What follows belongs to an exercise in optimizing a design on an open flow for small area and a short achievable clock period; a production flow would make more cautious choices.
In this exercise RTL edits were held to simulation tests only and were not proved equivalent to the original.
Power is estimated from default activity; no workload was simulated.

// hbm_line_codec
module hbm_line_codec (
  input  wire         clk,
  input  wire         rst,            
  input  wire         in_valid,
  input  wire         in_write,       
  input  wire [5:0]   in_mask,        
  input  wire [32:0]  in_addr,        
  input  wire [255:0] in_line,        
  input  wire [215:0] in_wdata,       
  output reg          out_valid,
  output reg  [1:0]   out_class,      
  output wire         out_status,     
  output wire [5:0]   out_word_err,   
  output wire [215:0] out_data,       
  output reg          out_wb,         
  output wire [255:0] out_line        
);
  function automatic [6:0] info_pos(input integer j);
    integer p, cnt;
    begin
      info_pos = 7'd0;
      cnt = 0;
      for (p = 3; p <= 91; p = p + 1) begin
        if ((p & (p - 1)) != 0) begin
          if (cnt == j) info_pos = p[6:0];
          cnt = cnt + 1;
        end
      end
    end
  endfunction
  wire [9:0] fold  = in_addr[9:0] ^ in_addr[19:10] ^ in_addr[29:20] ^ {7'd0, in_addr[32:30]};
  wire [9:0] fdiff = fold ^ in_line[255:246];
  wire [4:0] a1, a2;
  genvar i, j;
  generate
    for (i = 0; i < 5; i = i + 1) begin : g_fd
      assign a1[i] = fdiff[2*i] | fdiff[2*i + 1];
      assign a2[i] = fdiff[2*i] & fdiff[2*i + 1];
  ...
Size: about 1,000 I/O pins, roughly 0.025 mm^2 of cells after synthesis.
==> flow/config.mk <==
export PLATFORM = sky130hd
export DESIGN_NAME = hbm_line_codec
export DESIGN_NICKNAME = hbm_line_codec
export VERILOG_FILES = /design/flow/design.v
export SDC_FILE = /design/flow/constraint.sdc
export NUM_CORES = 4
export LEC_CHECK = 0
export CAP_MARGIN = 20
export CORE_AREA = 4 4 346 346
export DIE_AREA = 0 0 350 350
export SETUP_SLACK_MARGIN = 5
export SLEW_MARGIN = 20
==> flow/constraint.sdc <==
create_clock -name core_clock -period 10.0 [get_ports {clk}]
set_input_delay 2.0000 -clock core_clock [delete_from_list [all_inputs] [get_ports {clk}]]
set_output_delay 2.0000 -clock core_clock [all_outputs]
set_load 0.01 [all_outputs]
standard.sh (not shown) runs the stock make flow with config.mk's settings and CLKGATE_MAP_FILE= SYNTH_SCRIPT=/design/flow/synth_recipe.tcl, a recipe that flattens the netlist after the stock synthesis.
==> flow/flow/run.sh <==
#!/bin/bash
# Layout flow: the standard flow, with the smallest buffer on the ports.
# Each ORFS step writes its full log under orfs/logs/; make's own output goes
# to standard.log.
set -euo pipefail
bash standard.sh BUFFER_PORTS_ARGS="-buffer_cell sky130_fd_sc_hd__buf_1" finish > standard.log 2>&1
==> next run, changes <==
==> flow/run.sh (new file) <==
#!/bin/bash
# synth_recipe.tcl (not shown) runs the flow's synth.tcl, then flattens the netlist and writes it again
# the make line also repeats each setting of config.mk as NAME=value (left out here)
make -C /OpenROAD-flow-scripts/flow DESIGN_CONFIG=/design/flow/config.mk WORK_HOME=/design/flow/orfs CLKGATE_MAP_FILE= SYNTH_SCRIPT=/design/flow/synth_recipe.tcl finish
- SETUP_SLACK_MARGIN: 5 -> default
removed: flow/flow/run.sh
removed: flow/standard.sh
=>
- The new run completed with no timing, DRC or antenna violations
- worst setup slack loses 0.99 ns
- wire length is lower by 1.2%
- global-route usage fell by 0.15 points
- final area rises by 13%
- total power is lower by 6.8%
- area after synthesis is unchanged
- core utilization climbs by 3.7 points
- hold slack gets better by 0.39 ns
==> next run, changes <==
==> flow/flow/run.sh (new file) <==
#!/bin/bash
# Layout flow: the standard flow, with the smallest buffer on the ports.
# Each ORFS step writes its full log under orfs/logs/; make's own output goes
# to standard.log.
set -euo pipefail
bash standard.sh BUFFER_PORTS_ARGS="-buffer_cell sky130_fd_sc_hd__buf_1" finish > standard.log 2>&1
==> flow/standard.sh (new file) <==
#!/bin/bash
# synth_recipe.tcl (not shown) runs the flow's synth.tcl, then flattens the netlist and writes it again
# the make line also repeats each setting of config.mk as NAME=value (left out here)
make -C /OpenROAD-flow-scripts/flow DESIGN_CONFIG=/design/flow/config.mk WORK_HOME=/design/flow/orfs CLKGATE_MAP_FILE= SYNTH_SCRIPT=/design/flow/synth_recipe.tcl "${@:-finish}"
removed: flow/run.sh
Result: Power decreases by 7.0%; worst setup slack gets better by 0.31 ns; cell count barely changes; die area does not change; hold slack gets worse by 0.36 ns; via count increases by 2.5%; synthesized cell count stays the same; sequential power is about the same; global-route usage decreases by 0.57 points.

---

Another version of the RTL of hbm_line_codec (not shown whole).
Size: about 1000 I/O pins, about 0.024 mm² of cells after synthesis.
Settings: LEC_CHECK=0, CAP_MARGIN=20, CORE_AREA=4 4 346 346, DIE_AREA=0 0 350 350, SETUP_SLACK_MARGIN=5, SLEW_MARGIN=20; clock period 10.0 ns.
==> flow/flow/run.sh <==
#!/bin/bash
# Layout flow: the standard flow, with the smallest buffer on the ports
# and timing repair aimed at a setup slack of 6.5 ns.
# Each ORFS step writes its full log under orfs/logs/; make's own output goes
# to standard.log.
set -euo pipefail
bash standard.sh BUFFER_PORTS_ARGS="-buffer_cell sky130_fd_sc_hd__buf_1" \
  SETUP_SLACK_MARGIN=6.5 finish > standard.log 2>&1
The first run completed with no timing, DRC or antenna violations.
Change:
==> flow/flow/run.sh (replaced) <==
#!/bin/bash
# Layout flow: the standard flow, with the smallest buffer on the ports
# and the pins one routing track apart.
# Each ORFS step writes its full log under orfs/logs/; make's own output goes
# to standard.log.
set -euo pipefail
bash standard.sh BUFFER_PORTS_ARGS="-buffer_cell sky130_fd_sc_hd__buf_1" \
  PLACE_PINS_ARGS="-min_distance 1 -min_distance_in_tracks" finish > standard.log 2>&1
Settings changed: CORE_AREA 4 4 346 346 to 4 4 216 216, DIE_AREA 0 0 350 350 to 0 0 220 220, PLACE_DENSITY set to 0.7.
What happened:
- worst setup slack loses 0.35 ns
- flip-flop and latch count is unchanged
- design area falls by well over a third
- wire length falls by a quarter to a third
- sequential share of layout area rises by 8.3 points
- total power falls by a quarter to a third
- via count falls by a little under a tenth
- worst hold slack gains 0.0054 ns
- count of clock-buffer cells in the layout falls by 12
Change:
--- a/flow/flow/run.sh
+++ b/flow/flow/run.sh
@@ -7,2 +7,2 @@
 bash standard.sh BUFFER_PORTS_ARGS="-buffer_cell sky130_fd_sc_hd__buf_1" \
-  PLACE_PINS_ARGS="-min_distance 1 -min_distance_in_tracks" finish > standard.log 2>&1
+  SETUP_SLACK_MARGIN=5.3 PLACE_PINS_ARGS="-min_distance 1 -min_distance_in_tracks" finish > standard.log 2>&1
Settings changed: CORE_AREA 4 4 216 216 to 4 4 246 246, DIE_AREA 0 0 220 220 to 0 0 250 250, PLACE_DENSITY 0.7 to not set.
Result: Sequential power barely changes. Setup slack improves by 0.25 ns. Global-route usage drops by 11 points.

[re-timing with driven ports]
The flow's constraints put no driver on any port. The routed layouts listed below were extracted and timed again, unchanged, in two steps. Step 1: set_driving_cell puts a clkbuf_16 on clk and a buf_2 on each other input, an assumption about the parent block. Step 2 times the ports against the registers' clock, not the clock port: input delays grow and output delays shrink by t, the midpoint of the rising clock arrivals with the driver on. Three values: no drivers, after step 1, after step 2; two values: the first two.
| run | shift t [ns] | setup slack, ns | clock arrival spread, ns | slew at the worst register clock pin (ns) |
|---|---|---|---|---|
| the first run of note 1 | 0.650 | 4.977 / 4.904 / 4.254 | 0.052 / 0.052 | 0.07 / 0.07 |
| the second run of note 1 | 0.637 | 3.984 / 3.987 / 3.373 | 0.021 / 0.021 | 0.07 / 0.07 |
| the third run of note 1 | 0.642 | 4.289 / 4.223 / 3.681 | 0.034 / 0.034 | 0.06 / 0.06 |
| the first run of note 2 | 0.651 | 5.393 / 5.323 / 4.794 | 0.026 / 0.025 | 0.06 / 0.06 |
| the second run of note 2 | 0.594 | 5.038 / 4.983 / 4.566 | 0.028 / 0.028 | 0.07 / 0.07 |
| the third run of note 2 | 0.605 | 5.292 / 5.231 / 4.755 | 0.033 / 0.033 | 0.06 / 0.06 |
After both steps every run listed still meets setup and hold. The setup slack of the first run of note 1, which loses most, moves by -0.073 ns with the drivers and by -0.723 ns with both steps.
